From an optimization exercise on the open Yosys and OpenROAD flow, aimed at small area, a short achievable clock period and few clock cycles per item; shortcuts taken in it are not production practice. The RTL was checked by simulation tests, not by an equivalence proof against the original design.

==> flow/design.v (outline; a module is shown in full before it is edited, if it fits) <==
// module intake_corr: 153 lines
// module mul_gain: 681 lines
// module mul_sr: 923 lines
// module mul_flat: 724 lines
// module csa_fa: 4 lines
// module csa_ha: 4 lines
// module csa_nha: 4 lines
module intake_corr (
    input  wire        clk,
    input  wire        rst,
    input  wire [15:0] cfg_gain_l,
    input  wire [15:0] cfg_gain_s,
    input  wire [15:0] cfg_ratio,
    input  wire [15:0] cfg_satlo,
    input  wire [3:0]  cfg_bw,
    input  wire [3:0]  cfg_os,
    input  wire [3:0]  cfg_gs,
    input  wire        in_valid,
    output wire        in_ready,
    input  wire [15:0] in_long,
    input  wire [15:0] in_short,
    input  wire [15:0] in_dark,
    input  wire [15:0] in_gain,
    output wire        out_valid,
    input  wire        out_ready,
    output wire [15:0] out_pix
);
  // ...
==> flow/flow/run.sh <==
#!/bin/bash
# The standard layout (standard.sh: the standard flow's synthesis and ORFS flow, unchanged
# settings), with ORFS's timing repair asked to keep 15.5 ns of setup slack at
# the design's 22 ns clock, so that it speeds up the slowest paths.
set -eo pipefail
bash standard.sh SETUP_SLACK_MARGIN=15.5 finish > standard.log 2>&1
==> flow/standard.sh <==
#!/bin/bash
# synth_recipe.tcl (not shown) runs the flow's synth.tcl, then flattens the netlist and writes it again
# the make line also repeats each setting of config.mk as NAME=value (left out here)
make -C /OpenROAD-flow-scripts/flow DESIGN_CONFIG=/design/flow/config.mk WORK_HOME=/design/flow/orfs CLKGATE_MAP_FILE= SYNTH_SCRIPT=/design/flow/synth_recipe.tcl "${@:-finish}"
==> flow/config.mk <==
export PLATFORM = sky130hd
export DESIGN_NAME = intake_corr
export DESIGN_NICKNAME = intake_corr
export VERILOG_FILES = /design/flow/design.v
export SDC_FILE = /design/flow/constraint.sdc
export NUM_CORES = 4
export LEC_CHECK = 0
export CAP_MARGIN = 20
export CORE_MARGIN = 2
export CORE_UTILIZATION = 55
export SLEW_MARGIN = 20
export SYNTH_HIERARCHICAL = 1
export SYNTH_MINIMUM_KEEP_SIZE = 0
==> flow/constraint.sdc <==
create_clock -name core_clock -period 22.0 [get_ports {clk}]
set_input_delay 4.4000 -clock core_clock [delete_from_list [all_inputs] [get_ports {clk}]]
set_output_delay 4.4000 -clock core_clock [all_outputs]
set_load 0.01 [all_outputs]
==> impl_metrics.yaml, run 1 <==
layout:
  fillCellCount: 7659
  clkCellAreaFrac: 0.02988
  n_all_buffers: 320
  largest_class: "multi-input gates"
  drive_gt1_frac: 0.1179
  clkbuf_count: 58
  buffer_area_frac: 0.05120
sta:
  drv_slew: 0
  max_slew_margin: 0.1454
  hold_viol: 0
  finalSetupTns_ns: 0
  hold_slack_ns: 0.4136
  fmax_mhz: 152.6
yosys:
  syn_area_um2: 51280
  ys.warnings.count: 7
  syn-mean-instance-area_um2: 10.86
setup_path:
  required_ns: 22.39
  crit_arrival_ns: 6.94
route:
  drc_errors: 0
  top_layer: "met5"
global_route:
  grt_pass1_vias: 38450
run_status:
  status: "complete, no violations"
worst_hold_path:
  hold_class: "flip-flop to flip-flop"
  hold-path-endpoint: "d1[0]"
placed_design:
  place_area_um2: 53830
  dpl.hpwl_um: 111400
clock_network:
  cts_hold_buf: 0
floorplan:
  fp.dieW_um: 309.3
Testbench counts, summed over its fixed seeds: cycles 65,612, items 64,000.
==> run 2, diff against run 1 <==
==> flow/flow/run.sh (replaced) <==
#!/bin/bash
# The standard layout (standard.sh: the standard flow's synthesis and ORFS flow, unchanged
# settings), with ORFS's timing repair asked to keep 16 ns of setup slack at
# the design's 22 ns clock, so that it speeds up the slowest paths.
set -eo pipefail
bash standard.sh SETUP_SLACK_MARGIN=16 finish > standard.log 2>&1
==> run 2 against run 1 <==
Net effect: synthesized cell count unchanged; utilization rose by 2.8 points; fmax rose by 1.7%; area after synthesis stayed put.
==> impl_metrics.yaml, run 2 <==
floorplan:
  core_region_area_um2: 92080
  die-height_um: 309.3
  fp.dieW_um: 309.3
  dieArea_um2: 95690
  rows: 111
  num_io_pins: 162
  start_util: 0.5569
setup_path:
  crit_top_cell: "fa_1"
  startpoint_type: "flip-flop"
  crit_fanout: 7
  crit_chain: "and2_1 -> fa_1 -> fa_2 -> fa_1 -> fa_1 -> fa_1 -> fa_2 -> ha_4 -> nand3_1 -> nor2_4 -> nand3_4 -> o211ai_4 -> a21boi_2 -> xnor2_2 -> mux2_4 -> o21ai_2 -> inv_2 -> mux4_2 -> or2_4"
  cp.depth: 19
  worstSetupEndpointType: "flip-flop"
  cpMaxStageDelayCell: "fa_1"
  r2r_slack_ns: 15.55
  cp_num_buf_inv: 1
  crit_path_max_incr_delay_ns: 0.59
  required_ns: 22.34
  crit_type: "flip-flop to flip-flop"
  crit_arrival_ns: 6.79
  crit_family: "adder cells"
  rr_worst_depth: 19
flow_run:
  cap_violations: 0
route:
  first_iter_violations: 3012
  vias: 37520
  first_pass_iters: 6
  ant_nets: 0
  wirelength_um: 149900
  routed_via_density: 6.016
  wl_per_cell_um: 24.03
  drc_errors: 0
placed_design:
  place.gp.congestion: 0.9698
  dpl.hpwl_um: 108800
  port-buffer-count: 161
  dp.cells: 5923
yosys:
  syn-mean-instance-area_um2: 10.86
  synth_cells: 4722
  ys.warnings.count: 7
  syn_area_um2: 51280
layout:
  final_cells: 6237
  multi_input_area_um2: 41840
  largest_reg_flops: 26
  top_register: "acc"
  seq_area_um2: 10710
  largestRegisters: "acc: 26 flops, ma: 18 flops"
  area_growth_syn_to_layout_pct: 17.23
  fin_util: 0.6528
  final_common_cell: "and2_1"
  nNetsFinal: 6239
  drive_gt1_frac: 0.1801
  fillCellCount: 7260
  final_cell_mix: "1,038 x and2_1, 815 x fa_1, 268 x edfxtp_1"
sta:
  max_slew_margin: 0.2708
  hold_slack_ns: 0.4150
  setup_viol: 0
  finalSetupTns_ns: 0
  period_needed_ns: 6.447
  fmax_mhz: 155.1
  finalCritPeriodShare: 0.2930
  drv_slew: 0
  rsz0062_at_grt: "yes"
  skew_ns: 0.07888
  hold_viol: 0
  tightest_slew_ns: 1.085
global_route:
  grt_pass1_wl_um: 234200
  grt_pass1_vias: 39530
  grt_max_degree: 63
  antenna_found_initial: 10
  grt_usage: 0.3207
  grt.overflow.total: 0
worst_hold_path:
  hold_class: "flip-flop to flip-flop"
  min_path_cells: 0
run_status:
  status: "complete, no violations"
clock_network:
  cts.sinks: 397
  clock_latency_ns: 0.67
  tritoncts: "yes"
  htreeDepth: 2
  cts_hold_buf: 0
  cts_root_buf: "clkbuf_16"
  cts_buffers: 48
  clockBufferDepth: 3
  clk_pin_slew_ns: 0.06
[run 2: layout make-up]
type,count,share of cell area
antenna,2,0.00008326
clock buffer,62,0.02119
clock inverter,27,0.006536
inverter,81,0.005079
multi-input combinational,3996,0.6960
sequential,397,0.1782
tap,1243,0.02587
timing repair buffer,429,0.06708
[run 2: through the flow]
stage	instance area (um2)	worst slack [ns]
global route	60110	15.37
floorplan	51830	15.82
finish	60110	15.55
CTS	58710	15.58
detailed placement	54310	14.81
global placement	54310	14.81
[run 2: path summary, 6_finish.rpt]
kind / start / to
hold reg to reg: d1[4] / d2[4]
hold / removal: d1[4] / d2[4]
setup / recovery: u3[4] / q1[11]
setup reg to reg: u3[4] / q1[11]
[run 2: per-layer routing]
metal  share of wire  up-vias  GRT usage
met3           0.065      287    0.04659
met5         0.00067        -          0
li1                -    16650          -
met4           0.029       16    0.09031
met2            0.48     1357     0.5235
met1            0.43    19210     0.4494
[run 2: what timing repair did]
item	4_1_cts	5_1_grt
setup buffers	168	50
endpoints found under the setup margin	138	128
pin swaps	103	91
cloned	4	1
resized for setup	371	228
==> run 3, diff against run 2 <==
==> flow/flow/run.sh (replaced) <==
#!/bin/bash
# The standard layout (standard.sh: the standard flow's synthesis and ORFS flow, unchanged
# settings), with ORFS's timing repair asked to keep 15.25 ns of setup slack at
# the design's 22 ns clock, so that it speeds up the slowest paths.
set -eo pipefail
bash standard.sh SETUP_SLACK_MARGIN=15.25 finish > standard.log 2>&1
==> run 3 against run 2 <==
Net effect: cell area shrank 4.9%; area after synthesis unchanged; critical path depth fell by 3; synthesized cell count did not move; sequential share of layout area is 0.84 points higher; die area unchanged; first-iteration DRC count increased by 9.5%; still clean.
==> impl_metrics.yaml, run 3 <==
clock_network:
  clock_latency_ns: 0.66
  tritoncts: "yes"
  htreeDepth: 2
  cts_root_buf: "clkbuf_16"
  cts_hold_buf: 0
  clockBufferDepth: 3
  clk_pin_slew_ns: 0.06
  cts.sinks: 397
  cts_buffers: 48
sta:
  rsz0062_at_grt: "yes"
  skew_ns: 0.03513
  finalSetupTns_ns: 0
  period_needed_ns: 6.613
  fmax_mhz: 151.2
  hold_viol: 0
  finalCritPeriodShare: 0.3006
  tightest_slew_ns: 1.147
  drv_slew: 0
  max_slew_margin: 0.2256
  setup_viol: 0
layout:
  fin_area_um2: 57170
  largest_reg_flops: 26
  largestRegisters: "acc: 26 flops, ma: 18 flops"
  final_common_cell: "and2_1"
  final_cell_mix: "1,062 x and2_1, 871 x fa_1, 268 x edfxtp_1"
  area_growth_syn_to_layout_pct: 11.50
  top_register: "acc"
  fin_util: 0.6209
  drive_gt1_frac: 0.1055
  seq_area_um2: 10670
  nNetsFinal: 6120
  multi_input_area_um2: 40140
  final_cells: 6119
  fillCellCount: 7703
floorplan:
  core_region_area_um2: 92080
  num_io_pins: 162
  rows: 111
  die-height_um: 309.3
  dieArea_um2: 95690
  start_util: 0.5569
  fp.dieW_um: 309.3
route:
  first_iter_violations: 3299
  ant_nets: 0
  first_pass_iters: 9
  wl_per_cell_um: 24.18
  wirelength_um: 148000
  routed_via_density: 6.022
  vias: 36850
  drc_errors: 0
global_route:
  grt_max_degree: 75
  grt_usage: 0.3160
  antenna_found_initial: 11
  grt.overflow.total: 0
  grt_pass1_wl_um: 229700
  grt_pass1_vias: 38080
setup_path:
  crit_type: "flip-flop to flip-flop"
  crit_fanout: 7
  worstSetupEndpointType: "flip-flop"
  r2r_slack_ns: 15.39
  crit_arrival_ns: 6.98
  rr_worst_depth: 16
  startpoint_type: "flip-flop"
  required_ns: 22.37
  worstReg2RegStart: "g3[12]"
  r2r-end: "q1[4]"
yosys:
  syn_area_um2: 51280
  ys.warnings.count: 7
  syn-mean-instance-area_um2: 10.86
  synth_cells: 4722
placed_design:
  place_area_um2: 53780
  dpl.hpwl_um: 111800
  dp.cells: 5912
  place.gp.congestion: 0.9772
  port-buffer-count: 161
flow_run:
  cap_violations: 0
worst_hold_path:
  hold_class: "flip-flop to flip-flop"
  min_path_cells: 0
  hold_start: "g2[13]"
  hold-path-endpoint: "g3[13]"
run_status:
  status: "complete, no violations"
-- run 3: worst max path at each step --
| stage | from | endpoint | slack, ns | cells after the start |
|---|---|---|---|---|
| detailed placement | u3[0] | q0[9] | 14.61 | 19 |
| CTS | g3[5] | q1[4] | 15.25 | 19 |
| global route | g3[11] | q0[4] | 15.16 | 16 |
| finish | g3[12] | q1[4] | 15.39 | 16 |
| global placement | u3[0] | q0[1] | 14.79 | 19 |
| floorplan | s0[3] | ma[5] | 15.30 | 21 |
-- run 3: worst max-delay path: stages (launching register included) --
cell and delay (ns):
edfxtp_1 0.53, and2_4 0.23, fa_1 0.51, fa_1 0.57, fa_1 0.44, fa_1 0.40, fa_1 0.53, fa_1 0.46
ha_4 0.30, nor2_1 0.24, or2_4 0.18, nor2b_1 0.04, o31ai_1 0.27, o211ai_1 0.26, mux4_2 0.58, mux4_2 0.48
or2_2 0.30
-- run 3: area by class of cell --
cell class	instances	share of cell area
multi-input cells	3996	0.7020
diodes	2	0.00008754
inverters	81	0.005383
well taps	1243	0.02720
repair buffers	310	0.04933
flip-flops and latches	397	0.1866
clock inverters	26	0.005690
clock buffers	64	0.02372
-- run 3: timing repair --
action / CTS / global route
resized for setup: 22 / 190
gates cloned: 0 / 2
buffers inserted: 55 / 58
pin swaps: 1 / 43
setup endpoints to repair: 87 / 89
-- run 3: per-layer routing --
metal  routed length [um]  track usage  part of all wire
met3                11230      0.05376             0.076
met5                   47            0           0.00032
met4                 3780      0.07744             0.026
met1                64210       0.4553              0.43
met2                68720       0.5010              0.46
-- run 3: through the flow --
stage | hold slack (ns) | setup WS, ns
2_1_floorplan | 0.4003 | 15.30
6_report | 0.4131 | 15.39
4_1_cts | 0.4164 | 15.25
3_5_place_dp | 0.4045 | 14.61
3_3_place_gp | 0.4003 | 14.79
5_1_grt | 0.4200 | 15.16
==> run 4, diff against run 3 <==
==> flow/flow/run.sh (replaced) <==
#!/bin/bash
# The standard layout (standard.sh: the standard flow's synthesis and ORFS flow, unchanged
# settings), with ORFS's timing repair asked to keep 15.75 ns of setup slack at
# the design's 22 ns clock, so that it speeds up the slowest paths.
set -eo pipefail
bash standard.sh SETUP_SLACK_MARGIN=15.75 finish > standard.log 2>&1
==> run 4 against run 3 <==
Net effect: still clean on timing, DRC and antenna; area after synthesis unchanged; utilization up 2.4 points; clock skew up 0.0011 ns; sequential share of layout area down 0.60 points; critical path depth increased by 7; global-route usage up 1.1 points; die area unchanged; register-to-register slack improved by 0.11 ns; first-iteration DRC count is 1.2% higher.
==> impl_metrics.yaml, run 4 <==
run_status:
  status: "complete, no violations"
global_route:
  grt_max_degree: 86
  antenna_found_initial: 5
  grt_pass1_wl_um: 236700
  grt.overflow.total: 0
  grt_usage: 0.3266
  grt_pass1_vias: 39180
clock_network:
  tritoncts: "yes"
  cts.sinks: 397
  clockBufferDepth: 3
  clk_pin_slew_ns: 0.06
  clock_latency_ns: 0.66
  cts_buffers: 50
  cts_root_buf: "clkbuf_16"
  htreeDepth: 2
route:
  vias: 37660
  first_pass_iters: 5
  wl_per_cell_um: 24.65
  ant_nets: 0
  first_iter_violations: 3340
  routed_via_density: 6.058
  wirelength_um: 153300
  drc_errors: 0
setup_path:
  required_ns: 22.39
  r2r_slack_ns: 15.50
  worstSetupEndpointType: "flip-flop"
  rr_worst_depth: 23
  crit_chain: "buf_6 -> and2_4 -> fa_1 -> fa_2 -> fa_2 -> fa_2 -> fa_1 -> fa_1 -> ha_4 -> nand2_4 -> buf_4 -> a21o_1 -> nand2_1 -> a21oi_2 -> a21oi_2 -> mux2i_2 -> o2bb2ai_1 -> o21ai_1 -> a21oi_1 -> a2111oi_2 -> nand3_2 -> buf_8 -> or2_2"
  crit_arrival_ns: 6.89
  cpMaxStageDelayCell: "fa_2"
  crit_fanout: 16
  crit_path_max_incr_delay_ns: 0.60
  startpoint_type: "flip-flop"
  crit_type: "flip-flop to flip-flop"
layout:
  nNetsFinal: 6214
  final_cell_mix: "1,037 x and2_1, 814 x fa_1, 268 x edfxtp_1"
  final_common_cell: "and2_1"
  drive_gt1_frac: 0.1678
  largest_reg_flops: 26
  top_register: "acc"
  largestRegisters: "acc: 26 flops, ma: 18 flops"
  area_growth_syn_to_layout_pct: 15.87
  fillCellCount: 7410
yosys:
  syn_area_um2: 51280
  synth_cells: 4722
  syn-mean-instance-area_um2: 10.86
  ys.warnings.count: 7
sta:
  drv_slew: 0
  setup_viol: 0
  setup_ws_ns: 15.50
  period_needed_ns: 6.503
  finalCritPeriodShare: 0.2956
  hold_viol: 0
  max_slew_margin: 0.1855
  fmax_mhz: 153.8
  skew_ns: 0.03627
  tightest_slew_ns: 1.206
  rsz0062_at_grt: "yes"
  finalSetupTns_ns: 0
placed_design:
  port-buffer-count: 161
  dpl.hpwl_um: 112100
  place.gp.congestion: 0.9510
  preCtsSetupSlack_ns: 14.73
worst_hold_path:
  hold_class: "flip-flop to flip-flop"
  min_path_cells: 0
floorplan:
  num_io_pins: 162
  rows: 111
  start_util: 0.5569
  fp.dieW_um: 309.3
  core_region_area_um2: 92080
  die-height_um: 309.3
  dieArea_um2: 95690
flow_run:
  cap_violations: 0
## run 4: timing repair
action | 4_1_cts | 5_1_grt
gates cloned | 4 | 2
endpoints found under the setup margin | 121 | 118
gates resized for setup | 343 | 205
setup buffers | 145 | 56
hold buffers | 0 | 0
pin swaps | 119 | 81
## run 4: metal layers
| metal | up-vias | track usage | wire length [um] |
|---|---|---|---|
| met5 | - | 0 | 40 |
| li1 | 16610 | - | - |
| met1 | 19340 | 0.4615 | 65360 |
| met3 | 267 | 0.05759 | 11390 |
| met2 | 1430 | 0.5204 | 71770 |
| met4 | 4 | 0.09347 | 4695 |
## run 4: worst paths after layout
path	start	end
min reg2reg	g0[0]	g1[0]
max reg2reg	u3[2]	q1[0]
max	u3[2]	q1[0]
min	g0[0]	g1[0]
## run 4: cell type report
cell class                      instances  area [um2]  area share
Timing Repair Buffer                  401        3677     0.06189
Multi-Input combinational cell       3997       41400      0.6968
Tap cell                             1243        1555     0.02618
Antenna cell                            3       7.507   0.0001263
Sequential cell                       397       10730      0.1806
Clock inverter                         31       349.1    0.005875
Clock buffer                           63        1383     0.02327
Inverter                               81       311.5    0.005243
## run 4: worst max-delay path, delay by kind of cell, from the launching register on
kind                       cells  cell delay, ns
AOI/OAI and AO/OA              7            1.14
muxes                          1            0.13
adders and majority gates      7            3.25
and+or+nand+nor                5            0.76
DFF                            1            0.47
buffers and inverters          3            0.48
## run 4: stage by stage
step           hold slack (ns)  cell area (um2)  instances    util
2_1_floorplan           0.4003            51350       4725       -
3_3_place_gp            0.4006            53800       5911  0.5843
3_5_place_dp            0.4045            53800       5911  0.5843
4_1_cts                 0.4110            58050       6154  0.6305
5_1_grt                 0.4129            59410       6214  0.6452
6_report                0.4045            59420       6216  0.6453

[what the ideal ports hide]
The results above use ideal ports. As a check the final layouts listed here were re-extracted and re-timed, cells and wires unchanged. Step 1: set_driving_cell puts a clkbuf_16 on clk and a buf_2 on each other input, an assumption about the parent block. Step 2, shift: input delay + t, output delay - t, t = (earliest + latest rising clock arrival at the registers) / 2. This alone moves slack from input paths to output paths. Three values: no drivers, after step 1, after step 2; two values: the first two.
run	t, ns	setup slack, ns	worst setup path at the end	worst register clock-pin slew, ns	cell pins on the clock port's net
run 1	0.719	15.446 / 15.379 / 15.446	register to register	0.07 / 0.07	1
run 2	0.701	15.553 / 15.553 / 15.553	register to register	0.06 / 0.06	1
run 3	0.712	15.387 / 15.387 / 15.387	register to register	0.07 / 0.07	1
run 4	0.714	15.497 / 15.497 / 15.497	register to register	0.07 / 0.07	1
After both steps every run listed still meets setup and hold.
